What follows belongs to an exercise in optimizing a design on an open flow for small area, a short achievable clock period and few clock cycles per item; a production flow would make more cautious choices. Only simulation tests tie the RTL to the original design; equivalence was not proved. Power is estimated from default activity; no workload was simulated.

## flow/design.v (module list and top-level ports; edited modules follow where they fit)
// module fpu32: 368 lines
// module fpu32_mul: 2021 lines
// module fpu32_add: 594 lines
module fpu32 (
    input  wire        clk,
    input  wire        rst,
    input  wire        in_valid,
    input  wire [3:0]  in_op,
    input  wire [1:0]  in_rm,
    input  wire        in_cnan,
    input  wire [31:0] in_a,
    input  wire [31:0] in_b,
    input  wire [31:0] in_c,
    output wire        out_valid,
    output wire [31:0] out_result,
    output wire [4:0]  out_flags
);
  // ...
==> flow/flow/run.sh <==
#!/bin/bash
# Layout flow: the standard synthesis unchanged, then the standard ORFS
# layout steps with a larger setup margin for the resizer's timing repair,
# so that it keeps improving paths well below the 11.5 ns clock.
set -euo pipefail
MARGIN=$(cat flow/margin.txt)
bash standard.sh synth > synth.log 2>&1
bash standard.sh SETUP_SLACK_MARGIN=$MARGIN finish > layout.log 2>&1
==> flow/flow/margin.txt <==
7.4
==> flow/standard.sh <==
#!/bin/bash
# synth_recipe.tcl (not shown) runs the flow's synth.tcl, then flattens the netlist and writes it again
# the make line also repeats each setting of config.mk as NAME=value (left out here)
make -C /OpenROAD-flow-scripts/flow DESIGN_CONFIG=/design/flow/config.mk WORK_HOME=/design/flow/orfs CLKGATE_MAP_FILE= SYNTH_SCRIPT=/design/flow/synth_recipe.tcl "${@:-finish}"
==> flow/config.mk <==
export PLATFORM = sky130hd
export DESIGN_NAME = fpu32
export DESIGN_NICKNAME = fpu32
export VERILOG_FILES = /design/flow/design.v
export SDC_FILE = /design/flow/constraint.sdc
export NUM_CORES = 4
export LEC_CHECK = 0
export CAP_MARGIN = 20
export CORE_MARGIN = 2
export CORE_UTILIZATION = 40
export CTS_CLUSTER_DIAMETER = 100
export CTS_CLUSTER_SIZE = 25
export SLEW_MARGIN = 20
==> flow/constraint.sdc <==
create_clock -name core_clock -period 11.5 [get_ports {clk}]
set_input_delay 2.3000 -clock core_clock [delete_from_list [all_inputs] [get_ports {clk}]]
set_output_delay 2.3000 -clock core_clock [all_outputs]
set_load 0.01 [all_outputs]
==> run_results.csv, run 1 <==
group,metric,value,unit
outcome,status,"complete, no violations",
clocking,worstSkewPairLatency,640,ps
layout,final_util,0.442,
global_routing,grt_start_max_net_pins,86,
global_routing,use_met1,0.349,
power_and_ir_drop,leakagePower,22.4,nW
logic_synthesis,synth-edff-count,0,
timing,finalCriticalPeriod,4050,ps
power_and_ir_drop,comb_power,8.03,mW
layout,multi_input_area_share,0.618,
timing,setup_violations,0,
global_routing,grt_pass1_vias,41020,
power_and_ir_drop,top_power_group,"combinational logic",
routing,wl_met3,12800,um
layout,sh_seq_area,0.237,
routing,top_layer,"met4",
global_routing,grt_util_all_layers,0.266,
worst_setup_path,crit_chain,"buf_4 > a22oi_1 > xnor2_1 > fa_1 > inv_1 > fa_1 > fa_1 > fa_1 > inv_1 > fa_1 > and2_1",
routing,routed_wl,172000,um
timing,hold_slack,333,ps
logic_synthesis,ys_seq_area_frac,0.260,
layout,multi_input_area,0.0332,mm2
worst_setup_path,crit_family,"adder cells",
worst_setup_path,critPathBufInv,3,
routing,drtIter0Drc,4289,
worst_setup_path,crit-reg2reg-launch,"bo1[5]$_DFF_P_",
logic_synthesis,netlist_top_cells_area,"dfxtp_1, fa_1, xnor2_1",
logic_synthesis,synth_xor_area_frac,0.0998,
logic_synthesis,yosysTopAreaCellShare,0.260,
logic_synthesis,avgSynthCellArea,8.76,um2
power_and_ir_drop,power.share.switching,0.484,
job,maxCapViolCount,0,
worst_hold_path,hp-start,"g_c5.q[39]$_DFF_P_",
logic_synthesis,synth_cell_type_count,94,
layout,inverters,492,
Testbench counts, summed over its fixed seeds: cycles 16,048, items 16,000.
==> run 2: changes to the inputs <==
==> flow/flow/margin.txt (replaced) <==
7.5
--- a/flow/config.mk
+++ b/flow/config.mk
@@ -11,3 +11,4 @@
 export CTS_CLUSTER_DIAMETER = 100
 export CTS_CLUSTER_SIZE = 25
+export GPL_ROUTABILITY_DRIVEN = 0
 export SLEW_MARGIN = 20
==> run 2 against run 1 <==
Compared with the run above:
- final cell count up 0.36%
- via count grew 1.0%
- die area stayed put
- utilization rose by 0.65 points
- critical path depth fell by 5
- synthesized cell count is the same
- global-route usage fell by 0.62 points
- critical path type is now in -> reg
- critical endpoint is now bn1[4]$_DFF_P_
- highest routed layer unchanged
==> run_results.csv, run 2 <==
group,metric,value,unit
worst_hold_path,whs_path_depth,0,
worst_setup_path,crit_arrival,4460,ps
routing,routed_wl,170000,um
layout,reg_top3,"c2_q x191, g_c4.q x100, g_c3.q x94",
global_routing,gr-total-overflow,0,
logic_synthesis,yosysTopAreaCellShare,0.260,
layout,top_register,"c2_q",
layout,fillers,11924,
clocking,cts.path.max_buffers,3,
layout,fin_nets,6199,
logic_synthesis,yosysMostFrequentCell,"dfxtp_1",
global_routing,grt_pass1_wl,252000,um
layout,final_common_cell,"dfxtp_1",
routing,drc,0,
worst_setup_path,cpMaxStageDelayCell,"clkdlybuf4s50_1",
layout,final_cell_mix,"dfxtp_1, inv_1, nor2_1",
logic_synthesis,synth.largest_area_cell,"dfxtp_1",
worst_setup_path,cp_max_fo,34,
clocking,cts_sinks,632,
logic_synthesis,syn-num-nets,6243,
global_routing,grt_pass1_vias,40491,
logic_synthesis,synth_ff_type,"dfxtp_1",
timing,maxSlewViolCount,0,
worst_hold_path,hold_path.class,"reg -> reg",
global_routing,grt_start_max_net_pins,99,
routing,avgRoutedWirePerCell,23.8,um
layout,area_growth,11.8,%
worst_setup_path,critPathBufInv,2,
timing,setup_violations,0,
logic_synthesis,synthArstFlopShare,0,
logic_synthesis,ys_ff_latch,632,
place,dp_hpwl,123000,um
power_and_ir_drop,pwr-share-clk,0.116,
power_and_ir_drop,intPower,6.80,mW
power_and_ir_drop,peakVddDrop,129,uV
outcome,status,"complete, no violations",
layout,diodes,0,
clocking,htree_levels,2,
layout,largest_register_ffs,191,
logic_synthesis,avgSynthCellArea,8.76,um2
worst_setup_path,critPathMaxStageDelay,560,ps
die,die_area,0.125,mm2
place,placed_area,0.0516,mm2
worst_setup_path,cp.required,11940,ps
global_routing,antenna_found_initial,1,
worst_setup_path,crit_chain,"clkdlybuf4s50_1 > or3_1 > buf_4 > and2_1 > ha_1 > nor2b_1",
layout,drive_above_1_share,0.0889,
die,die_h,353,um
clocking,root_buffer,"clkbuf_16",
layout,multi_input_area,0.0334,mm2
power_and_ir_drop,power_density,239,mW/mm2
routing,num_vias,42037,
routing,drtIter0Drc,4581,
job,maxCapViolCount,0,
logic_synthesis,syn_inst,5561,
routing,viasPerCell,5.87,
logic_synthesis,netlist_area,0.0487,mm2
die,fp-row-count,128,
die,core_area,0.121,mm2
logic_synthesis,ys_seq_area_frac,0.260,
timing,rsz0062_at_grt,"true",
clocking,path_clk_slew,90,ps
logic_synthesis,netlist_top_cells_area,"dfxtp_1, fa_1, xnor2_1",
layout,finalInstanceArea,0.0545,mm2
power_and_ir_drop,p_switching,6.23,mW
worst_setup_path,crit-reg2reg-launch,"bt1[5]$_DFF_P_",
logic_synthesis,synth_cell_type_count,94,
routing,drtAntennaViolNets,0,
worst_setup_path,cp-end-kind,"register",
timing,fin_crit_sh,0.349,
worst_setup_path,r2r_slack,7550,ps
power_and_ir_drop,seq_power_share,0.276,
global_routing,grt_util_all_layers,0.260,
worst_setup_path,path_class,"in -> reg",
layout,ff_latch_area,0.0127,mm2
worst_hold_path,hold_end,"g_c5.q[40]$_DFF_P_",
worst_setup_path,r2r_end,"c2_q[122]$_SDFF_PN0_",
timing,timing.final.hold_violations,0,
clocking,numCtsBuffers,37,
power_and_ir_drop,leakagePower,22.6,nW
timing,tightest_slew,1080,ps
logic_synthesis,synth-edff-count,0,
clocking,cts_tree,"done",
timing,fin_setup_tns,0,ps
worst_setup_path,crit_family,"simple AND/OR/NAND/NOR gates",
timing,fmax,0.249,GHz
worst_setup_path,cp-start-kind,"input pin",
logic_synthesis,yosysWarnings,3,
power_and_ir_drop,power.share.switching,0.478,
timing,slew_headroom,0.261,
timing,fin_skew,37.7,ps
timing,finalCriticalPeriod,4020,ps
power_and_ir_drop,combPwrFrac,0.607,
clocking,worstSkewPairLatency,630,ps
logic_synthesis,synth_common_cells,"dfxtp_1, inv_1, nor2_1",
die,die_w,353,um
die,initial_core_util,0.401,
worst_setup_path,reg2reg_depth,11,
place,io_buffers,142,
die,ioPinCount,144,
routing,firstDrtPassIters,9,
worst_hold_path,hp-start,"g_c4.q[97]$_DFF_P_",
run 2: cell counts after synthesis:
Identical to the previous run, type by type.
run 2: cell families after synthesis:
group                      count (synthesis)  share of synthesized area
xor gates and xnor gates                 555                     0.0998
adders and majority gates                582                      0.201
other                                      1                  0.0000770
muxes                                    229                     0.0511
and+or+nand+nor                         1437                      0.147
AOI/OAI and AO/OA                       1237                      0.173
DFF                                      632                      0.260
buffers and inverters                    888                     0.0692
run 2: worst reg2reg max path: cells and delay by family (launching register included):
| kind | cells | cell delay, ps |
|---|---|---|
| xor gates and xnor gates | 1 | 190 |
| adders and majority gates | 5 | 2500 |
| buffers and inverters | 3 | 510 |
| and+or+nand+nor | 1 | 170 |
| DFF | 1 | 320 |
| AOI/OAI and AO/OA | 1 | 170 |
run 2: worst max-delay path by stage:
stage              startpoint                   end  cells after the start
2_1_floorplan        in_b[24]      sabm1[9]$_DFF_P_                     13
3_3_place_gp   bn1[4]$_DFF_P_  c2_q[118]$_SDFF_PN0_                     11
3_5_place_dp         in_b[24]      sabm1[9]$_DFF_P_                     14
4_1_cts          mul1$_DFF_P_   c2_q[33]$_SDFF_PN0_                     18
5_1_grt          mul1$_DFF_P_    c2_q[9]$_SDFF_PN0_                     24
6_report             in_op[2]        bn1[4]$_DFF_P_                      6
run 2: cell type report:
type / count / area share
Multi-Input combinational cell: 4042 / 0.613
Inverter: 490 / 0.0345
Clock buffer: 40 / 0.0182
Sequential cell: 632 / 0.234
Timing Repair Buffer: 312 / 0.0586
Tap cell: 1625 / 0.0373
Clock inverter: 18 / 0.00432
Timing Repair inverter: 2 / 0.000230
run 2: metrics by stage:
step / cells / setup WS, ps / hold WS (ps) / total power, mW / utilization
3_3_place_gp: 7035 / 6560 / 312 / 11.0 / 0.425
6_report: 7161 / 7480 / 333 / 13.0 / 0.449
3_5_place_dp: 7035 / 6460 / 312 / 11.2 / 0.425
2_1_floorplan: 5561 / 7430 / 310 / 8.60 / -
4_1_cts: 7113 / 7430 / 334 / 12.8 / 0.439
5_1_grt: 7161 / 7370 / 342 / 14.1 / 0.449
run 2: layer usage:
| metal | global-route usage | routed length (um) | vias to the layer above | part of all wire |
|---|---|---|---|---|
| li1 | - | - | 19096 | - |
| met1 | 0.341 | 69000 | 20010 | 0.41 |
| met2 | 0.416 | 75000 | 2351 | 0.44 |
| met3 | 0.0490 | 15400 | 580 | 0.090 |
| met4 | 0.121 | 10900 | 0 | 0.064 |
| met5 | 0 | 0 | - | 0 |
run 2: timing repair:
item                                    CTS  global route
cloned                                    3             5
gates resized for setup                 108           201
hold buffers                              0             0
endpoints found under the setup margin  202           147
pin swaps                                12            44
setup buffers                            17            43
run 2: power by group through the flow:
stage / clock (mW) / combinational (mW) / sequential (mW)
floorplan: 0 / 5.32 / 3.28
global placement: 0 / 7.38 / 3.62
detailed placement: 0 / 7.53 / 3.63
CTS: 1.55 / 7.64 / 3.57
global route: 1.62 / 8.79 / 3.66
finish: 1.51 / 7.91 / 3.60
==> run 3: changes to the inputs <==
--- a/flow/config.mk
+++ b/flow/config.mk
@@ -11,4 +11,3 @@
 export CTS_CLUSTER_DIAMETER = 100
 export CTS_CLUSTER_SIZE = 25
-export GPL_ROUTABILITY_DRIVEN = 0
 export SLEW_MARGIN = 20
==> run 3 against run 2 <==
Compared with the run above:
- global-route usage rose by 1.3 points
- first-iteration DRC count fell by 8.1%
- final cell count rose by 0.28%
- wire length rose by 6.3%
- combinational power rose by 3.8%
- clock power barely moved
- non-clock buffer count rose by 15
- design area rose by 1.2%
- sequential cell count did not move
- synthesized cell count did not move
- critical path type is now reg -> reg
==> run_results.csv, run 3 <==
group,metric,value,unit
die,die_w,353,um
layout,fillers,11791,
timing,timing.final.hold_violations,0,
layout,stdcell_count,7181,
worst_setup_path,cp-start-kind,"register",
routing,drtAntennaViolNets,0,
logic_synthesis,synthArstFlopShare,0,
power_and_ir_drop,combPwrFrac,0.617,
die,initial_core_util,0.401,
timing,hold_slack,331,ps
layout,reg_top3,"c2_q x191, g_c4.q x100, g_c3.q x94",
power_and_ir_drop,p_switching,6.49,mW
routing,viasPerCell,5.86,
logic_synthesis,synth.largest_area_cell,"dfxtp_1",
clocking,numCtsBuffers,37,
worst_setup_path,path_class,"reg -> reg",
die,die_h,353,um
timing,slew_headroom,0.199,
layout,drive_above_1_share,0.0971,
timing,tightest_slew,1200,ps
place,io_buffers,142,
die,core_area,0.121,mm2
worst_hold_path,hold_path.class,"reg -> reg",
layout,top_register,"c2_q",
global_routing,grt_pass1_vias,41478,
power_and_ir_drop,leakagePower,22.8,nW
worst_setup_path,cp-end-kind,"register",
place,dp_cells,7037,
layout,final_cell_mix,"dfxtp_1, inv_1, nor2_1",
logic_synthesis,syn_inst,5561,
layout,final_common_cell,"dfxtp_1",
place,placed_area,0.0516,mm2
clocking,path_clk_slew,100,ps
routing,drtIter0Drc,4210,
clocking,cts.path.max_buffers,3,
timing,fin_setup_tns,0,ps
logic_synthesis,netlist_area,0.0487,mm2
timing,rsz0062_at_grt,"true",
clocking,root_buffer,"clkbuf_16",
global_routing,grt_util_all_layers,0.274,
global_routing,grt_start_max_net_pins,85,
power_and_ir_drop,intPower,6.83,mW
job,maxCapViolCount,0,
clocking,cts-hold-fix-buffers,0,
layout,area_growth,13.1,%
timing,fin_skew,57.3,ps
die,die_area,0.125,mm2
logic_synthesis,yosysMostFrequentCell,"dfxtp_1",
clocking,cts_tree,"done",
power_and_ir_drop,peakVddDrop,165,uV
timing,maxSlewViolCount,0,
place,place_congestion,0.987,
logic_synthesis,yosysWarnings,3,
global_routing,antenna_found_initial,5,
clocking,htree_levels,2,
logic_synthesis,synth_cell_type_count,94,
routing,num_vias,42101,
power_and_ir_drop,seq_power_share,0.272,
power_and_ir_drop,pwr-share-clk,0.112,
die,ioPinCount,144,
worst_setup_path,cp.required,12020,ps
worst_setup_path,crit_arrival,4460,ps
worst_setup_path,cp_max_fo,24,
logic_synthesis,synth-edff-count,0,
layout,finalInstanceArea,0.0551,mm2
die,fp-row-count,128,
clocking,cts_sinks,632,
global_routing,grt_pass1_wl,263000,um
outcome,status,"complete, no violations",
routing,firstDrtPassIters,8,
routing,routed_wl,181000,um
routing,drc,0,
power_and_ir_drop,power.share.switching,0.487,
power_and_ir_drop,power_density,242,mW/mm2
logic_synthesis,netlist_top_cells_area,"dfxtp_1, fa_1, xnor2_1",
timing,fmax,0.254,GHz
global_routing,gr-total-overflow,0,
timing,setup_violations,0,
timing,fin_crit_sh,0.343,
clocking,worstSkewPairLatency,660,ps
place,dp_hpwl,130000,um
layout,largest_register_ffs,191,
logic_synthesis,yosysTopAreaCellShare,0.260,
logic_synthesis,avgSynthCellArea,8.76,um2
layout,fin_nets,6217,
worst_setup_path,r2r_slack,7560,ps
logic_synthesis,ys_seq_area_frac,0.260,
layout,final_util,0.454,
power_and_ir_drop,total_power,13.3,mW
logic_synthesis,synth_common_cells,"dfxtp_1, inv_1, nor2_1",
timing,worst_slack,7560,ps
logic_synthesis,synth_ff_type,"dfxtp_1",
timing,finalCriticalPeriod,3940,ps
logic_synthesis,syn-num-nets,6243,
logic_synthesis,ys_ff_latch,632,
routing,avgRoutedWirePerCell,25.2,um
place,post-place-ws,6380,ps
run 3: worst paths after layout:
kind / startpoint / end / cells after the start
setup / recovery: bn1[2]$_DFF_P_ / c2_q[121]$_SDFF_PN0_ / 10
hold / removal: g_c4.q[9]$_DFF_P_ / g_c5.q[11]$_DFF_P_ / 0
setup reg to reg: bn1[2]$_DFF_P_ / c2_q[121]$_SDFF_PN0_ / 10
hold reg to reg: g_c4.q[9]$_DFF_P_ / g_c5.q[11]$_DFF_P_ / 0
run 3: final cells by class:
type | count | area (um2) | share of cell area
multi-input cells | 4045 | 33800 | 0.612
flip-flops and latches | 632 | 12800 | 0.231
repair buffers | 327 | 3490 | 0.0633
well taps | 1625 | 2030 | 0.0369
inverters | 490 | 1870 | 0.0340
clock buffers | 40 | 958 | 0.0174
clock inverters | 16 | 233 | 0.00422
repair inverters | 2 | 12.5 | 0.000227
diodes | 4 | 10.0 | 0.000182
run 3: cells by family after synthesis:
group                    Yosys count  synth area share
AND/OR/NAND/NOR                 1437             0.147
other                              1         0.0000770
flip-flops                       632             0.260
buffers and inverters            888            0.0692
XOR/XNOR                         555            0.0998
AO/OA/AOI/OAI                   1237             0.173
adder cells (fa/ha/maj)          582             0.201
multiplexers                     229            0.0511
run 3: routing by layer:
metal  wire (um)  vias to the layer above  track usage
met5           0                        -            0
met4       10900                        0        0.143
met3       14900                      504       0.0454
met2       81200                     2164        0.434
met1       73900                    20310        0.358
li1            -                    19123            -
run 3: power groups by stage:
stage / sequential (mW) / combinational [mW] / clock (mW)
CTS: 3.60 / 7.82 / 1.53
floorplan: 3.28 / 5.32 / 0
detailed placement: 3.66 / 7.66 / 0
global route: 3.68 / 9.11 / 1.61
finish: 3.62 / 8.21 / 1.49
global placement: 3.65 / 7.58 / 0
run 3: critical path, cell delays in order, from the launching register on:
cell and delay, ps:
dfxtp_1 330, clkbuf_8 320, clkinvlp_4 270, fa_1 510, fa_1 490, fa_1 570, inv_1 60, fa_1 470
inv_1 50, fa_1 520, and2_1 170
run 3: what timing repair did:
action	in CTS	in global routing
pin swaps	12	52
endpoints found under the setup margin	213	147
gates cloned	5	11
buffers inserted	29	39
gates resized for setup	117	251
==> run 4: changes to the inputs <==
--- a/flow/config.mk
+++ b/flow/config.mk
@@ -8,5 +8,5 @@
 export CAP_MARGIN = 20
 export CORE_MARGIN = 2
-export CORE_UTILIZATION = 40
+export CORE_UTILIZATION = 55
 export CTS_CLUSTER_DIAMETER = 100
 export CTS_CLUSTER_SIZE = 25
==> run 4 against run 3 <==
Compared with the run above:
- power decreased by 0.49%
- sequential cell count unchanged
- still clean
- synthesized area unchanged
- synthesized cell count is the same
- first-iteration DRC count rose by 21%
- maximum frequency decreased by 0.67%
- clock power decreased by 5%
- non-clock buffer count is 10 lower
- design area fell by 1.9%
- count of clock-buffer cells in the layout fell by 1
- critical path type unchanged
==> run_results.csv, run 4 <==
group,metric,value,unit
global_routing,grt_util_all_layers,0.371,
worst_setup_path,r2r_end,"c2_q[40]$_SDFF_PN0_",
logic_synthesis,netlist_top_cells_area,"dfxtp_1, fa_1, xnor2_1",
die,die_h,302,um
timing,fin_setup_tns,0,ps
power_and_ir_drop,peakVddDrop,204,uV
worst_setup_path,crit_arrival,4430,ps
logic_synthesis,yosysTopAreaCellShare,0.260,
clocking,cts.path.max_buffers,3,
die,fp-row-count,109,
layout,reg_top3,"c2_q x191, g_c4.q x100, g_c3.q x94",
global_routing,grt_pass1_wl,255000,um
clocking,numCtsBuffers,35,
outcome,status,"complete, no violations",
layout,final_common_cell,"dfxtp_1",
global_routing,grt_pass1_vias,40913,
clocking,path_clk_slew,100,ps
timing,fmax,0.252,GHz
timing,fin_crit_sh,0.345,
layout,ff_latch_area,0.0128,mm2
worst_setup_path,cp-end-kind,"register",
global_routing,top_usage_layer,"met2",
clocking,cts_tree,"done",
layout,area_growth,11.0,%
layout,drive_above_1_share,0.0914,
timing,setup_violations,0,
place,place_congestion,1.04,
worst_setup_path,path_class,"reg -> reg",
logic_synthesis,syn_inst,5561,
logic_synthesis,syn-num-nets,6243,
die,core_area,0.0881,mm2
power_and_ir_drop,leakagePower,22.7,nW
timing,fin_skew,24.6,ps
logic_synthesis,synthSimpleGateAreaFrac,0.147,
place,io_buffers,142,
logic_synthesis,synth_ff_type,"dfxtp_1",
logic_synthesis,synth_cell_type_count,94,
logic_synthesis,synthMuxAreaShare,0.0511,
logic_synthesis,synth-edff-count,0,
timing,slew_headroom,0.246,
worst_hold_path,whs_path_depth,0,
timing,worst_slack,7530,ps
routing,num_vias,42275,
layout,multi_input_area,0.0336,mm2
worst_setup_path,cp-start-kind,"register",
routing,routed_wl,176000,um
global_routing,use_met1,0.484,
logic_synthesis,netlist_area,0.0487,mm2
logic_synthesis,synth_top_family_by_area,"adder cells",
worst_hold_path,hold_path.class,"reg -> reg",
timing,finalCriticalPeriod,3970,ps
layout,top_register,"c2_q",
job,maxCapViolCount,0,
layout,fin_nets,6203,
routing,viasPerCell,6.31,
layout,largest_register_ffs,191,
logic_synthesis,synthArstFlopShare,0,
global_routing,antenna_found_initial,3,
routing,drtAntennaViolNets,0,
routing,drtIter0Drc,5094,
routing,firstDrtPassIters,6,
layout,fillers,7810,
timing,rsz0062_at_grt,"true",
worst_setup_path,reg2reg_depth,15,
logic_synthesis,synth.largest_area_cell,"dfxtp_1",
worst_hold_path,hp-start,"g_c5.q[39]$_DFF_P_",
worst_setup_path,cp.required,11960,ps
global_routing,gr-total-overflow,0,
die,initial_core_util,0.553,
logic_synthesis,avgSynthCellArea,8.76,um2
layout,final_cell_mix,"dfxtp_1, inv_1, nor2_1",
routing,avgRoutedWirePerCell,26.3,um
timing,maxSlewViolCount,0,
global_routing,grt_start_max_net_pins,94,
die,ioPinCount,144,
worst_setup_path,r2r_slack,7530,ps
logic_synthesis,ys_seq_area_frac,0.260,
worst_setup_path,cp_max_fo,40,
timing,tightest_slew,1120,ps
die,die_area,0.0910,mm2
clocking,cts-hold-fix-buffers,0,
logic_synthesis,synth_common_cells,"dfxtp_1, inv_1, nor2_1",
logic_synthesis,yosysWarnings,3,
logic_synthesis,synth_xor_area_frac,0.0998,
worst_setup_path,crit-reg2reg-launch,"mul1$_DFF_P_",
clocking,root_buffer,"clkbuf_16",
place,dp_hpwl,128000,um
timing,timing.final.hold_violations,0,
timing,hold_slack,333,ps
global_routing,met2_usage,0.581,
worst_hold_path,hold_end,"g_c6.q_flg[0]$_DFF_P_",
logic_synthesis,synth-compound-area-share,0.173,
clocking,worstSkewPairLatency,610,ps
power_and_ir_drop,power_density,245,mW/mm2
clocking,htree_levels,2,
logic_synthesis,yosysMostFrequentCell,"dfxtp_1",
place,post-place-ws,6330,ps
routing,drc,0,
logic_synthesis,synthAdderAreaFrac,0.201,
logic_synthesis,ys_ff_latch,632,
die,die_w,302,um
global_routing,use_met3,0.0678,
clocking,cts_sinks,632,
==> run 4: cell counts after synthesis <==
Identical to the previous run, type by type.
==> run 4: what timing repair did <==
| item | 4_1_cts | 5_1_grt |
|---|---|---|
| buffers inserted | 28 | 35 |
| pin swaps | 21 | 56 |
| resized for setup | 142 | 199 |
| endpoints found under the setup margin | 210 | 144 |
| cloned | 3 | 12 |
| endpoints found under the hold margin | 0 | 0 |
==> run 4: cells by family after synthesis <==
kind of cell,after synthesis
xor+xnor,555
mux,229
simple gates,1437
buf+inv,888
compound gates,1237
fa+ha+maj,582
other cells,1
flops,632
==> run 4: worst max-delay path: stages (launching register included) <==
cell and delay [ps]:
dfxtp_4 380, or2_4 130, ha_4 130, inv_2 40
fa_2 420, buf_4 160, xor2_1 180, a21oi_4 160
buf_4 470, mux2i_1 230, mux2_2 320, o21ai_0 470
a21oi_1 140, nor2_1 150, xor2_1 350, nor2_1 80
==> run 4: area by class of cell <==
type / instances / area share
Multi-Input combinational cell: 4043 / 0.621
Sequential cell: 632 / 0.236
Timing Repair Buffer: 317 / 0.0611
Inverter: 490 / 0.0346
Tap cell: 1165 / 0.0270
Clock buffer: 39 / 0.0172
Clock inverter: 12 / 0.00301
Timing Repair inverter: 2 / 0.000231
Antenna cell: 1 / 0.0000463
==> run 4: where the power goes <==
part | switching, mW | total [mW] | internal (mW)
sequential | 0.784 | 3.65 | 2.86
combinational | 4.86 | 8.19 | 3.33
clock | 0.806 | 1.42 | 0.611
==> run 4: worst max-delay path by stage <==
stage	startpoint	to	slack [ps]	cells past startpoint
finish	mul1$_DFF_P_	c2_q[40]$_SDFF_PN0_	7530	15
global route	mul1$_DFF_P_	c2_q[9]$_SDFF_PN0_	7390	24
CTS	c2_q[31]$_SDFF_PN0_	g_c3.q[89]$_DFF_P_	7480	14
detailed placement	bn1[4]$_DFF_P_	c2_q[116]$_SDFF_PN0_	6330	11
global placement	c2_q[19]$_SDFF_PN0_	g_c3.q[13]$_DFF_P_	6370	12
floorplan	in_b[24]	sabm1[9]$_DFF_P_	7430	13
==> run 4: per-layer routing <==
layer  part of all wire  vias to the layer above
met3              0.093                      611
met2               0.44                     2364
li1                   -                    19097
met4              0.075                        4
met1               0.39                    20199
met5            0.00020                        -
==> run 4: stage by stage <==
step	std cells	power, mW	area, um2	utilization
detailed placement	6571	11.4	51000	0.579
finish	6701	13.3	54100	0.614
CTS	6653	12.9	52800	0.599
floorplan	5561	8.60	48800	-
global placement	6571	11.2	51000	0.579
global route	6700	14.2	54100	0.614
==> run 5: changes to the inputs <==
--- a/flow/config.mk
+++ b/flow/config.mk
@@ -8,5 +8,5 @@
 export CAP_MARGIN = 20
 export CORE_MARGIN = 2
-export CORE_UTILIZATION = 55
+export CORE_UTILIZATION = 50
 export CTS_CLUSTER_DIAMETER = 100
 export CTS_CLUSTER_SIZE = 25
==> run 5 against run 4 <==
Compared with the run above:
- still clean
- utilization is 5.5 points lower
- wire length decreased by 2.0%
- synthesized area stayed put
- global-route usage is 3.6 points lower
- count of clock-buffer cells in the layout decreased by 4
- synthesized cell count unchanged
- sequential cell count is the same
==> run_results.csv, run 5 <==
group,metric,value,unit
global_routing,grt_pass1_wl,253000,um
logic_synthesis,netlist_area,0.0487,mm2
place,placed_area,0.0512,mm2
routing,drtIter0Drc,4722,
clocking,cts_tree,"done",
routing,drtAntennaViolNets,0,
worst_setup_path,crit_arrival,4510,ps
routing,firstDrtPassIters,9,
die,die_h,316,um
timing,worst_slack,7520,ps
place,dp_hpwl,126000,um
logic_synthesis,syn_inst,5561,
layout,drive_above_1_share,0.0867,
worst_setup_path,cp-start-kind,"register",
layout,area_growth,10.7,%
die,die_w,316,um
timing,slew_headroom,0.249,
layout,largest_register_ffs,191,
timing,timing.final.hold_violations,0,
layout,final_util,0.559,
timing,fmax,0.251,GHz
clocking,worstSkewPairLatency,670,ps
logic_synthesis,ys_ff_latch,632,
die,die_area,0.100,mm2
global_routing,grt_pass1_vias,40458,
routing,drc,0,
place,place_congestion,1.00,
global_routing,grt_start_max_net_pins,91,
timing,hold_slack,332,ps
power_and_ir_drop,power_density,242,mW/mm2
worst_setup_path,cp.required,12030,ps
place,io_buffers,142,
clocking,path_clk_slew,100,ps
timing,tightest_slew,1120,ps
layout,fillers,8882,
global_routing,grt_util_all_layers,0.335,
clocking,cts_sinks,632,
worst_setup_path,cp-end-kind,"register",
layout,diodes,0,
place,dp_cells,6691,
timing,fin_crit_sh,0.346,
logic_synthesis,syn-num-nets,6243,
clocking,numCtsBuffers,35,
worst_hold_path,hold_path.class,"reg -> reg",
die,ioPinCount,144,
global_routing,gr-total-overflow,0,
logic_synthesis,netlist_top_cells_area,"dfxtp_1, fa_1, xnor2_1",
timing,fin_skew,43.0,ps
logic_synthesis,synth_cell_type_count,94,
clocking,htree_levels,2,
layout,stdcell_count,6798,
layout,final_common_cell,"dfxtp_1",
die,initial_core_util,0.505,
routing,num_vias,41736,
logic_synthesis,synth.largest_area_cell,"dfxtp_1",
job,maxCapViolCount,0,
place,post-place-ws,6410,ps
power_and_ir_drop,leakagePower,22.6,nW
timing,fin_setup_tns,0,ps
layout,final_cell_mix,"dfxtp_1, inv_1, nor2_1",
logic_synthesis,yosysWarnings,3,
routing,viasPerCell,6.14,
power_and_ir_drop,peakVddDrop,153,uV
worst_setup_path,path_class,"reg -> reg",
logic_synthesis,ys_seq_area_frac,0.260,
outcome,status,"complete, no violations",
timing,setup_violations,0,
power_and_ir_drop,total_power,13.0,mW
logic_synthesis,avgSynthCellArea,8.76,um2
routing,routed_wl,173000,um
clocking,cts.path.max_buffers,3,
timing,rsz0062_at_grt,"true",
logic_synthesis,yosysMostFrequentCell,"dfxtp_1",
worst_setup_path,cp_max_fo,24,
timing,maxSlewViolCount,0,
global_routing,antenna_found_initial,3,
logic_synthesis,synthArstFlopShare,0,
layout,reg_top3,"c2_q x191, g_c4.q x100, g_c3.q x94",
die,core_area,0.0966,mm2
layout,top_register,"c2_q",
logic_synthesis,synth_ff_type,"dfxtp_1",
die,fp-row-count,114,
timing,finalCriticalPeriod,3980,ps
routing,avgRoutedWirePerCell,25.4,um
layout,fin_nets,6192,
clocking,root_buffer,"clkbuf_16",
logic_synthesis,synth_common_cells,"dfxtp_1, inv_1, nor2_1",
logic_synthesis,synth-edff-count,0,
layout,finalInstanceArea,0.0539,mm2
logic_synthesis,yosysTopAreaCellShare,0.260,
run 5: final timing paths:
check | to | depth (start not counted) | slack [ps] | from
setup reg to reg | c2_q[122]$_SDFF_PN0_ | 11 | 7520 | bo1[4]$_DFF_P_
hold / removal | g_c4.q[98]$_DFF_P_ | 0 | 330 | g_c3.q[92]$_DFF_P_
setup / recovery | c2_q[122]$_SDFF_PN0_ | 11 | 7520 | bo1[4]$_DFF_P_
hold reg to reg | g_c4.q[98]$_DFF_P_ | 0 | 330 | g_c3.q[92]$_DFF_P_
run 5: per-layer routing:
metal | vias to the layer above | GRT usage | wire length, um
li1 | 19073 | - | -
met1 | 20090 | 0.441 | 70400
met2 | 2085 | 0.526 | 76300
met3 | 488 | 0.0663 | 15000
met4 | 0 | 0.166 | 11100
met5 | - | 0 | 0
run 5: power by group:
part,switching [mW],total [mW],internal (mW)
clock,0.828,1.41,0.587
combinational,4.76,8.03,3.27
sequential,0.731,3.60,2.86
run 5: area by class of cell:
class / count / area [um2] / share of cell area
clock buffer: 35 / 876 / 0.0162
clock inverter: 14 / 194 / 0.00360
inverter: 490 / 1870 / 0.0346
multi-input combinational: 4042 / 33400 / 0.620
sequential: 632 / 12700 / 0.236
tap: 1276 / 1600 / 0.0296
timing repair buffer: 307 / 3220 / 0.0598
timing repair inverter: 2 / 15.0 / 0.000278
run 5: cells by family (layout without fill, tap and decap cells):
logic type	after synthesis	count (layout)	share of synthesized area
simple gates	1437	1437	0.147
compound gates	1237	1237	0.173
buf+inv	888	848	0.0692
flops	632	632	0.260
fa+ha+maj	582	582	0.201
xor+xnor	555	555	0.0998
mux	229	230	0.0511
other cells	1	1	0.0000770
run 5: timing repair:
action                                  in CTS  in global routing
resized for setup                          122                192
endpoints found under the setup margin     209                196
setup buffers                               19                 29
hold buffers                                 0                  0
pin swaps                                   15                 48
gates cloned                                 4                  6
run 5: worst max-delay path, cell delays in order, from the launching register on:
cell     delay (ps)
dfxtp_1         350
buf_8           230
a22oi_1         150
xnor2_1         180
fa_1            600
inv_1            90
fa_1            500
fa_1            420
fa_1            520
inv_1            60
fa_1            530
and2_1          180
==> run 6: changes to the inputs <==
--- a/flow/config.mk
+++ b/flow/config.mk
@@ -8,6 +8,7 @@
 export CAP_MARGIN = 20
 export CORE_MARGIN = 2
-export CORE_UTILIZATION = 50
+export CORE_UTILIZATION = 45
 export CTS_CLUSTER_DIAMETER = 100
 export CTS_CLUSTER_SIZE = 25
+export GPL_ROUTABILITY_DRIVEN = 0
 export SLEW_MARGIN = 20
==> run 6 against run 5 <==
Compared with the run above:
- sequential power hardly changed
- first-iteration DRC count is 6.2% higher
- die area is 11% higher
- via count is 1.0% higher
==> run_results.csv, run 6 <==
group,metric,value,unit
clocking,root_buffer,"clkbuf_16",
worst_setup_path,reg2reg_depth,13,
timing,slew_headroom,0.271,
global_routing,grt_pass1_wl,251000,um
global_routing,grt_start_max_net_pins,88,
die,ioPinCount,144,
logic_synthesis,netlist_area,0.0487,mm2
timing,fin_skew,51.6,ps
logic_synthesis,synth-edff-count,0,
clocking,htree_levels,2,
timing,fin_setup_tns,0,ps
layout,final_util,0.505,
layout,fin_nets,6190,
die,die_w,333,um
layout,multi_input_area,0.0335,mm2
routing,drtAntennaViolNets,0,
logic_synthesis,avgSynthCellArea,8.76,um2
logic_synthesis,yosysWarnings,3,
place,placed_area,0.0513,mm2
layout,drive_above_1_share,0.0871,
layout,final_cell_mix,"dfxtp_1, inv_1, nor2_1",
job,maxCapViolCount,0,
routing,routed_wl,170000,um
worst_setup_path,cp-start-kind,"input pin",
global_routing,antenna_found_initial,6,
die,initial_core_util,0.455,
logic_synthesis,yosysMostFrequentCell,"dfxtp_1",
die,core_area,0.107,mm2
worst_setup_path,crit_arrival,4440,ps
power_and_ir_drop,power_density,242,mW/mm2
worst_setup_path,r2r_end,"c2_q[31]$_SDFF_PN0_",
place,dp_hpwl,122000,um
layout,ff_latch_area,0.0127,mm2
power_and_ir_drop,leakagePower,22.6,nW
logic_synthesis,synth.largest_area_cell,"dfxtp_1",
power_and_ir_drop,peakVddDrop,143,uV
layout,top_register,"c2_q",
worst_setup_path,path_class,"in -> reg",
timing,worst_slack,7500,ps
routing,drc,0,
global_routing,gr-total-overflow,0,
clocking,path_clk_slew,90,ps
clocking,cts-hold-fix-buffers,0,
routing,viasPerCell,6.08,
timing,maxSlewViolCount,0,
global_routing,grt_pass1_vias,40952,
worst_hold_path,hp-start,"c2_q[3]$_DFF_P_",
logic_synthesis,yosysTopAreaCellShare,0.260,
timing,tightest_slew,1090,ps
timing,fmax,0.250,GHz
clocking,worstSkewPairLatency,660,ps
timing,rsz0062_at_grt,"true",
worst_hold_path,whs_path_depth,0,
place,io_buffers,142,
worst_setup_path,cp.required,11940,ps
worst_setup_path,r2r_slack,7520,ps
routing,avgRoutedWirePerCell,24.6,um
outcome,status,"complete, no violations",
worst_hold_path,hold_path.class,"reg -> reg",
die,fp-row-count,120,
timing,fin_crit_sh,0.348,
clocking,cts_tree,"done",
logic_synthesis,synthArstFlopShare,0,
timing,finalCriticalPeriod,4000,ps
timing,setup_violations,0,
worst_setup_path,cp-end-kind,"register",
logic_synthesis,synth_ff_type,"dfxtp_1",
logic_synthesis,ys_ff_latch,632,
logic_synthesis,netlist_top_cells_area,"dfxtp_1, fa_1, xnor2_1",
place,post-place-ws,6440,ps
logic_synthesis,ys_seq_area_frac,0.260,
routing,drtIter0Drc,5017,
timing,timing.final.hold_violations,0,
die,die_h,333,um
worst_hold_path,hold_end,"g_c3.q[2]$_DFF_P_",
clocking,numCtsBuffers,36,
logic_synthesis,syn_inst,5561,
logic_synthesis,synth_cell_type_count,94,
layout,finalInstanceArea,0.0542,mm2
worst_setup_path,cp_max_fo,34,
power_and_ir_drop,total_power,13.1,mW
routing,num_vias,42155,
logic_synthesis,syn-num-nets,6243,
clocking,cts.path.max_buffers,3,
layout,area_growth,11.2,%
clocking,cts_sinks,632,
logic_synthesis,synth_common_cells,"dfxtp_1, inv_1, nor2_1",
die,die_area,0.111,mm2
worst_setup_path,crit-reg2reg-launch,"mul1$_DFF_P_",
routing,firstDrtPassIters,8,
layout,largest_register_ffs,191,
layout,fillers,10047,
global_routing,grt_util_all_layers,0.292,
layout,final_common_cell,"dfxtp_1",
layout,reg_top3,"c2_q x191, g_c4.q x100, g_c3.q x94",
[run 6: cell count changes in the layout (fill, tap and decap cells not counted), sizes merged, moves of 2 or more]
cell / previous run / this run
buf: 156 / 150
clkbuf: 49 / 53
clkdlybuf4s15: 3 / 0
clkinv: 13 / 8
diode: 0 / 3
inv: 486 / 492
mux2: 34 / 36
[run 6: metrics by stage]
step | cells | hold WS, ps
after floorplan | 5561 | 310
final | 6930 | 332
after detailed placement | 6812 | 312
after CTS | 6887 | 335
after global routing | 6928 | 339
after global placement | 6812 | 310
[run 6: cell type report]
cell class	count	share of cell area
multi-input cells	4045	0.617
flip-flops and latches	632	0.235
repair buffers	300	0.0588
well taps	1403	0.0324
repair inverters	3	0.000369
inverters	490	0.0344
diodes	3	0.000139
clock inverters	16	0.00434
clock buffers	38	0.0169
[run 6: per-layer routing]
metal | GRT usage | routed length, um | vias up
li1 | - | - | 19090
met1 | 0.380 | 68600 | 20126
met2 | 0.463 | 75400 | 2328
met3 | 0.0540 | 15300 | 607
met4 | 0.151 | 11100 | 4
met5 | 0 | 24 | -
[run 6: kinds of logic after synthesis]
kind of cell | after synthesis | synth area share
AO/OA/AOI/OAI | 1237 | 0.173
XOR/XNOR | 555 | 0.0998
adder cells (fa/ha/maj) | 582 | 0.201
buffers and inverters | 888 | 0.0692
flip-flops | 632 | 0.260
multiplexers | 229 | 0.0511
other | 1 | 0.0000770
AND/OR/NAND/NOR | 1437 | 0.147
[run 6: worst max-delay path by stage]
stage / slack (ps) / cells after the start / startpoint / end
floorplan: 7430 / 13 / in_b[24] / sabm1[9]$_DFF_P_
global placement: 6540 / 14 / in_b[24] / sabm1[9]$_DFF_P_
detailed placement: 6440 / 14 / in_b[24] / sabm1[9]$_DFF_P_
CTS: 7500 / 11 / bn1[4]$_DFF_P_ / c2_q[118]$_SDFF_PN0_
global route: 7350 / 17 / mul1$_DFF_P_ / c2_q[84]$_DFF_P_
finish: 7500 / 6 / in_op[2] / bn1[4]$_DFF_P_
[run 6: worst max-delay path, cell delays in order]
cell,delay [ps]
clkdlybuf4s50_1,570
or3_1,400
buf_4,250
and2_1,250
ha_1,210
nor2b_1,450
[run 6: report_power, final]
part           internal, mW  switching [mW]
clock                 0.637           0.822
combinational          3.30            4.77
sequential             2.86           0.717
total                  6.81            6.31
[run 6: what timing repair did]
item,4_1_cts,5_1_grt
gates cloned,4,11
setup buffers,17,29
pin swaps,12,43
endpoints found under the setup margin,200,151
resized for setup,104,221
==> run 7: changes to the inputs <==
--- a/flow/config.mk
+++ b/flow/config.mk
@@ -8,5 +8,5 @@
 export CAP_MARGIN = 20
 export CORE_MARGIN = 2
-export CORE_UTILIZATION = 45
+export CORE_UTILIZATION = 50
 export CTS_CLUSTER_DIAMETER = 100
 export CTS_CLUSTER_SIZE = 25
==> run 7 against run 6 <==
Compared with the run above:
- still clean
- design area decreased by 0.42%
- register-to-register slack gained 50 ps
- wire length is 0.84% lower
- highest routed layer unchanged
==> run_results.csv, run 7 <==
group,metric,value,unit
routing,viasPerCell,6.16,
logic_synthesis,synth.largest_area_cell,"dfxtp_1",
die,initial_core_util,0.505,
worst_setup_path,cp_max_fo,39,
power_and_ir_drop,peakVddDrop,153,uV
timing,setup_violations,0,
layout,reg_top3,"c2_q x191, g_c4.q x100, g_c3.q x94",
global_routing,top_usage_layer,"met2",
worst_setup_path,critPathMaxStageDelay,600,ps
clocking,cts_tree,"done",
logic_synthesis,synthAdderAreaFrac,0.201,
worst_setup_path,path_class,"reg -> reg",
layout,largest_register_ffs,191,
global_routing,use_met1,0.433,
power_and_ir_drop,leakagePower,22.6,nW
logic_synthesis,synth_common_cells,"dfxtp_1, inv_1, nor2_1",
clocking,cts-hold-fix-buffers,0,
logic_synthesis,synth_cell_type_count,94,
timing,fmax,0.254,GHz
power_and_ir_drop,power_density,242,mW/mm2
routing,drtAntennaViolNets,0,
logic_synthesis,yosysTopAreaCellShare,0.260,
worst_hold_path,hold_path.class,"reg -> reg",
timing,slew_headroom,0.264,
global_routing,grt_util_all_layers,0.325,
logic_synthesis,syn_inst,5561,
clocking,htree_levels,2,
worst_setup_path,crit_family,"simple AND/OR/NAND/NOR gates",
worst_setup_path,critPathBufInv,2,
die,core_area,0.0966,mm2
routing,firstDrtPassIters,7,
worst_setup_path,crit_chain,"buf_4 > nand2b_1 > ha_1 > o21a_1 > o31a_1 > o31a_1 > a21oi_1 > mux2_2 > buf_12 > or4_1 > o32ai_1 > nand2_1 > xnor2_1 > nor2_1",
global_routing,met2_usage,0.508,
global_routing,antenna_found_initial,3,
layout,top_register,"c2_q",
worst_setup_path,cp-start-kind,"register",
worst_setup_path,cpMaxStageDelayCell,"or4_1",
logic_synthesis,synthMuxAreaShare,0.0511,
worst_setup_path,crit_arrival,4440,ps
worst_setup_path,cp.required,12010,ps
routing,num_vias,41918,
layout,final_cell_mix,"dfxtp_1, inv_1, nor2_1",
clocking,numCtsBuffers,36,
logic_synthesis,synthArstFlopShare,0,
layout,area_growth,10.7,%
logic_synthesis,synth-edff-count,0,
clocking,cts.path.max_buffers,3,
logic_synthesis,avgSynthCellArea,8.76,um2
logic_synthesis,synth_xor_area_frac,0.0998,
routing,drtIter0Drc,5017,
logic_synthesis,synth-compound-area-share,0.173,
global_routing,grt_pass1_wl,249000,um
clocking,cts_sinks,632,
timing,tightest_slew,1100,ps
clocking,worstSkewPairLatency,620,ps
die,die_area,0.100,mm2
clocking,path_clk_slew,100,ps
die,die_w,316,um
logic_synthesis,netlist_area,0.0487,mm2
die,fp-row-count,114,
logic_synthesis,yosysWarnings,3,
layout,final_common_cell,"dfxtp_1",
worst_setup_path,cp-end-kind,"register",
logic_synthesis,synthSimpleGateAreaFrac,0.147,
place,io_buffers,142,
timing,fin_skew,26.1,ps
logic_synthesis,ys_ff_latch,632,
die,die_h,316,um
logic_synthesis,yosysMostFrequentCell,"dfxtp_1",
timing,fin_setup_tns,0,ps
timing,fin_crit_sh,0.342,
routing,drc,0,
timing,rsz0062_at_grt,"true",
die,ioPinCount,144,
logic_synthesis,syn-num-nets,6243,
layout,drive_above_1_share,0.0879,
timing,finalCriticalPeriod,3930,ps
clocking,root_buffer,"clkbuf_16",
timing,timing.final.hold_violations,0,
routing,avgRoutedWirePerCell,24.8,um
global_routing,gr-total-overflow,0,
place,dp_hpwl,122000,um
logic_synthesis,ys_seq_area_frac,0.260,
global_routing,grt_pass1_vias,40720,
global_routing,use_met3,0.0600,
worst_setup_path,cpMostUsedCell,"o31a_1",
logic_synthesis,netlist_top_cells_area,"dfxtp_1, fa_1, xnor2_1",
timing,maxSlewViolCount,0,
layout,fin_nets,6194,
routing,routed_wl,169000,um
power_and_ir_drop,total_power,13.0,mW
global_routing,grt_start_max_net_pins,82,
logic_synthesis,synth_top_family_by_area,"adder cells",
outcome,status,"complete, no violations",
logic_synthesis,synth_ff_type,"dfxtp_1",
job,maxCapViolCount,0,
## run 7: cell counts after synthesis
No cell type changed its count.
## run 7: cells by family after synthesis
logic type	after synthesis
AOI/OAI and AO/OA	1237
xor gates and xnor gates	555
adders and majority gates	582
buffers and inverters	888
DFF	632
muxes	229
other	1
and+or+nand+nor	1437
## run 7: worst paths after layout
check                       start                   to  slack, ps  cells past startpoint
hold reg to reg   c2_q[7]$_DFF_P_    g_c3.q[6]$_DFF_P_        330                      0
hold / removal    c2_q[7]$_DFF_P_    g_c3.q[6]$_DFF_P_        330                      0
setup reg to reg     mul1$_DFF_P_  c2_q[35]$_SDFF_PN0_       7570                     14
setup / recovery     mul1$_DFF_P_  c2_q[35]$_SDFF_PN0_       7570                     14
## run 7: area by class of cell
| class | instances | area (um2) |
|---|---|---|
| Fill cell | 8905 | 42600 |
| Multi-Input combinational cell | 4042 | 33500 |
| Sequential cell | 632 | 12700 |
| Timing Repair Buffer | 307 | 3120 |
| Inverter | 490 | 1870 |
| Tap cell | 1276 | 1600 |
| Clock buffer | 37 | 905 |
| Clock inverter | 17 | 246 |
| Timing Repair inverter | 3 | 20.0 |
| Antenna cell | 2 | 5.00 |
## run 7: worst register-to-register path, cell delays in order (launching register included)
cell,delay (ps)
dfxtp_4,380
buf_4,140
nand2b_1,140
ha_1,350
o21a_1,140
o31a_1,190
o31a_1,230
a21oi_1,60
mux2_2,310
buf_12,200
or4_1,620
o32ai_1,420
nand2_1,190
xnor2_1,160
nor2_1,310
## run 7: metal layers
metal / vias to the layer above / wire length, um / part of all wire
met5: - / 18 / 0.00011
met4: 2 / 10100 / 0.059
met3: 532 / 16100 / 0.095
met2: 2288 / 74400 / 0.44
met1: 20047 / 68500 / 0.41
li1: 19049 / - / -
## run 7: through the flow
stage | utilization | std cells | area (um2) | hold slack, ps | worst slack [ps]
floorplan | - | 5561 | 48800 | 310 | 7430
global placement | 0.530 | 6688 | 51200 | 310 | 6540
detailed placement | 0.530 | 6688 | 51200 | 312 | 6390
CTS | 0.547 | 6765 | 52800 | 334 | 7490
global route | 0.559 | 6804 | 54000 | 338 | 7440
finish | 0.559 | 6806 | 54000 | 332 | 7570
## run 7: timing repair
action / in CTS / in global routing
setup buffers: 21 / 31
resized for setup: 101 / 211
setup endpoints to repair: 225 / 221
cloned: 2 / 8
pin swaps: 15 / 48
## run 7: power breakdown
part | switching, mW | internal (mW)
combinational | 4.73 | 3.27
clock | 0.816 | 0.631
sequential | 0.727 | 2.86
==> run 8: changes to the inputs <==
--- a/flow/config.mk
+++ b/flow/config.mk
@@ -9,5 +9,5 @@
 export CORE_MARGIN = 2
 export CORE_UTILIZATION = 50
-export CTS_CLUSTER_DIAMETER = 100
+export CTS_CLUSTER_DIAMETER = 140
 export CTS_CLUSTER_SIZE = 25
 export GPL_ROUTABILITY_DRIVEN = 0
==> run 8 against run 7 <==
Compared with the run above:
- first-iteration DRC count is 3.6% lower
- critical path depth is 10 higher
- worst setup slack worse by 72 ps
- sequential share of layout area is 0.18 points higher
- synthesized cell count stayed put
- utilization is 0.37 points lower
- largest power group unchanged
==> run_results.csv, run 8 <==
group,metric,value,unit
outcome,status,"complete, no violations",
routing,num_vias,41800,
worst_setup_path,cp.required,12060,ps
layout,finalInstanceArea,0.0536,mm2
logic_synthesis,yosysMostFrequentCell,"dfxtp_1",
place,dp_hpwl,122000,um
die,ioPinCount,144,
global_routing,grt_pass1_vias,40616,
timing,tightest_slew,1080,ps
die,core_area,0.0966,mm2
logic_synthesis,synth_cell_type_count,94,
worst_setup_path,path_class,"reg -> reg",
power_and_ir_drop,peakVddDrop,170,uV
logic_synthesis,synth_ff_type,"dfxtp_1",
logic_synthesis,synth_common_cells,"dfxtp_1, inv_1, nor2_1",
clocking,root_buffer,"clkbuf_16",
die,die_area,0.100,mm2
timing,hold_slack,331,ps
place,dp_cells,6688,
layout,final_common_cell,"dfxtp_1",
die,die_h,316,um
place,io_buffers,142,
die,fp-row-count,114,
clocking,path_clk_slew,110,ps
die,die_w,316,um
timing,rsz0062_at_grt,"true",
logic_synthesis,syn-num-nets,6243,
layout,fin_nets,6185,
timing,setup_violations,0,
worst_setup_path,cp_max_fo,5,
clocking,htree_levels,1,
global_routing,grt_start_max_net_pins,82,
timing,slew_headroom,0.277,
power_and_ir_drop,total_power,12.8,mW
routing,drtAntennaViolNets,0,
logic_synthesis,ys_ff_latch,632,
logic_synthesis,synthArstFlopShare,0,
timing,worst_slack,7500,ps
clocking,worstSkewPairLatency,700,ps
timing,timing.final.hold_violations,0,
timing,fin_skew,43.1,ps
routing,drtIter0Drc,4837,
timing,fmax,0.250,GHz
clocking,cts_sinks,632,
timing,maxSlewViolCount,0,
logic_synthesis,netlist_area,0.0487,mm2
logic_synthesis,netlist_top_cells_area,"dfxtp_1, fa_1, xnor2_1",
logic_synthesis,yosysWarnings,3,
logic_synthesis,syn_inst,5561,
logic_synthesis,avgSynthCellArea,8.76,um2
clocking,cts-hold-fix-buffers,0,
place,post-place-ws,6390,ps
global_routing,grt_pass1_wl,248000,um
logic_synthesis,synth.largest_area_cell,"dfxtp_1",
worst_hold_path,hold_path.class,"reg -> reg",
global_routing,gr-total-overflow,0,
routing,firstDrtPassIters,7,
power_and_ir_drop,power_density,238,mW/mm2
routing,viasPerCell,6.16,
die,initial_core_util,0.505,
layout,drive_above_1_share,0.0804,
global_routing,antenna_found_initial,3,
logic_synthesis,synth-edff-count,0,
clocking,numCtsBuffers,31,
layout,final_cell_mix,"dfxtp_1, inv_1, nor2_1",
layout,reg_top3,"c2_q x191, g_c4.q x100, g_c3.q x94",
logic_synthesis,ys_seq_area_frac,0.260,
place,placed_area,0.0512,mm2
worst_setup_path,cp-start-kind,"register",
routing,avgRoutedWirePerCell,25.0,um
timing,fin_crit_sh,0.348,
layout,final_util,0.555,
global_routing,grt_util_all_layers,0.324,
layout,stdcell_count,6787,
power_and_ir_drop,leakagePower,22.5,nW
worst_setup_path,crit_arrival,4570,ps
timing,fin_setup_tns,0,ps
logic_synthesis,yosysTopAreaCellShare,0.260,
clocking,cts.path.max_buffers,3,
worst_setup_path,cp-end-kind,"register",
clocking,cts_tree,"done",
timing,finalCriticalPeriod,4000,ps
layout,largest_register_ffs,191,
layout,area_growth,10.0,%
routing,routed_wl,169000,um
job,maxCapViolCount,0,
routing,drc,0,
layout,top_register,"c2_q",
## run 8: cell types whose count changed in the layout (fill, tap and decap cells not counted), moves of 6 or more
cell,delta
dlygate4sd2_1,+6
clkbuf_2,-11
o31ai_1,+8
buf_4,-8
o31ai_4,-6
## run 8: logic make-up (layout without fill, tap and decap cells)
group / Yosys count / count (layout) / synth area share
adder cells (fa/ha/maj): 582 / 582 / 0.201
flip-flops: 632 / 632 / 0.260
multiplexers: 229 / 230 / 0.0511
buffers and inverters: 888 / 834 / 0.0692
XOR/XNOR: 555 / 555 / 0.0998
other: 1 / 3 / 0.0000770
AND/OR/NAND/NOR: 1437 / 1438 / 0.147
AO/OA/AOI/OAI: 1237 / 1237 / 0.173
## run 8: path summary, 6_finish.rpt
kind,startpoint,end,slack [ps],depth (start not counted)
max,mul1$_DFF_P_,c2_q[9]$_SDFF_PN0_,7500,24
min reg2reg,c2_q[14]$_SDFF_PN0_,g_c3.q[14]$_DFF_P_,330,0
min,c2_q[14]$_SDFF_PN0_,g_c3.q[14]$_DFF_P_,330,0
max reg2reg,mul1$_DFF_P_,c2_q[9]$_SDFF_PN0_,7500,24
## run 8: timing repair
action / 4_1_cts / 5_1_grt
cloned: 4 / 7
pin swaps: 12 / 35
setup buffers: 12 / 35
endpoints found under the setup margin: 235 / 205
resized for setup: 86 / 191
## run 8: power by group
part | internal [mW] | switching, mW | leakage (nW)
combinational | 3.23 | 4.67 | 16.7
sequential | 2.86 | 0.730 | 5.29
clock | 0.513 | 0.760 | 0.438
total | 6.61 | 6.15 | 22.5
## run 8: critical path, stage by stage (launching register included)
cell and delay, ps:
dfxtp_4 380, or2_2 110, ha_2 160, inv_1 50, fa_2 370, a211oi_2 270, o21ai_1 90, a31oi_1 270
a211oi_2 140, a21oi_4 180, buf_12 140, nor2b_1 40, ha_1 190, inv_1 70, fa_2 210, inv_1 50
a21oi_2 110, o21ai_1 80, and2_1 170, o21ai_1 140, nand2b_1 110, a21o_1 200, a21oi_2 140, xor2_1 140
nor2_1 50
## run 8: final cells by class
type / count / area, um2
fillers: 8936 / 43000
multi-input cells: 4043 / 33300
flip-flops and latches: 632 / 12700
repair buffers: 302 / 3160
inverters: 490 / 1870
well taps: 1276 / 1600
clock buffers: 33 / 803
clock inverters: 6 / 101
repair inverters: 3 / 20.0
diodes: 2 / 5.00
## run 8: per-layer routing
layer  track usage  vias to the layer above  part of all wire
li1              -                    19019                 -
met2         0.508                     2304              0.44
met5             0                        -          0.000077
met3        0.0593                      538             0.097
met1         0.433                    19937              0.40
met4         0.153                        2             0.061

static timing again, ports no longer ideal:
No port has a modelled driver above. Below, the same layouts with a new extraction and two added sets of constraints. Step 1, drivers: a clkbuf_16 drives clk and a buf_2 each remaining input, both assumed. Step 2, shift: input delay + t, output delay - t, t = (earliest + latest rising clock arrival at the registers) / 2. This alone moves slack from input paths to output paths. Slacks: no drivers / after step 1 / after step 2; pairs: no drivers / after step 1.
run | shift t [ns] | setup slack, ns | worst setup path at the end | worst slew at a driven data input, ns
run 1 | 0.695 | 7.446 / 7.446 / 6.855 | input to register | 0.05
run 2 | 0.682 | 7.481 / 7.527 / 6.845 | input to register | 0.05
run 3 | 0.709 | 7.559 / 7.559 / 6.929 | input to register | 0.05
run 4 | 0.669 | 7.533 / 7.533 / 6.994 | input to register | 0.06
run 5 | 0.714 | 7.522 / 7.522 / 6.921 | input to register | 0.06
run 6 | 0.707 | 7.504 / 7.523 / 6.849 | input to register | 0.07
run 7 | 0.678 | 7.567 / 7.567 / 6.992 | input to register | 0.06
run 8 | 0.746 | 7.495 / 7.495 / 6.931 | input to register | 0.06
After both steps every run listed still meets setup and hold. The setup slack of run 6, which loses most, moves by +0.019 ns with the drivers and by -0.655 ns with both steps.
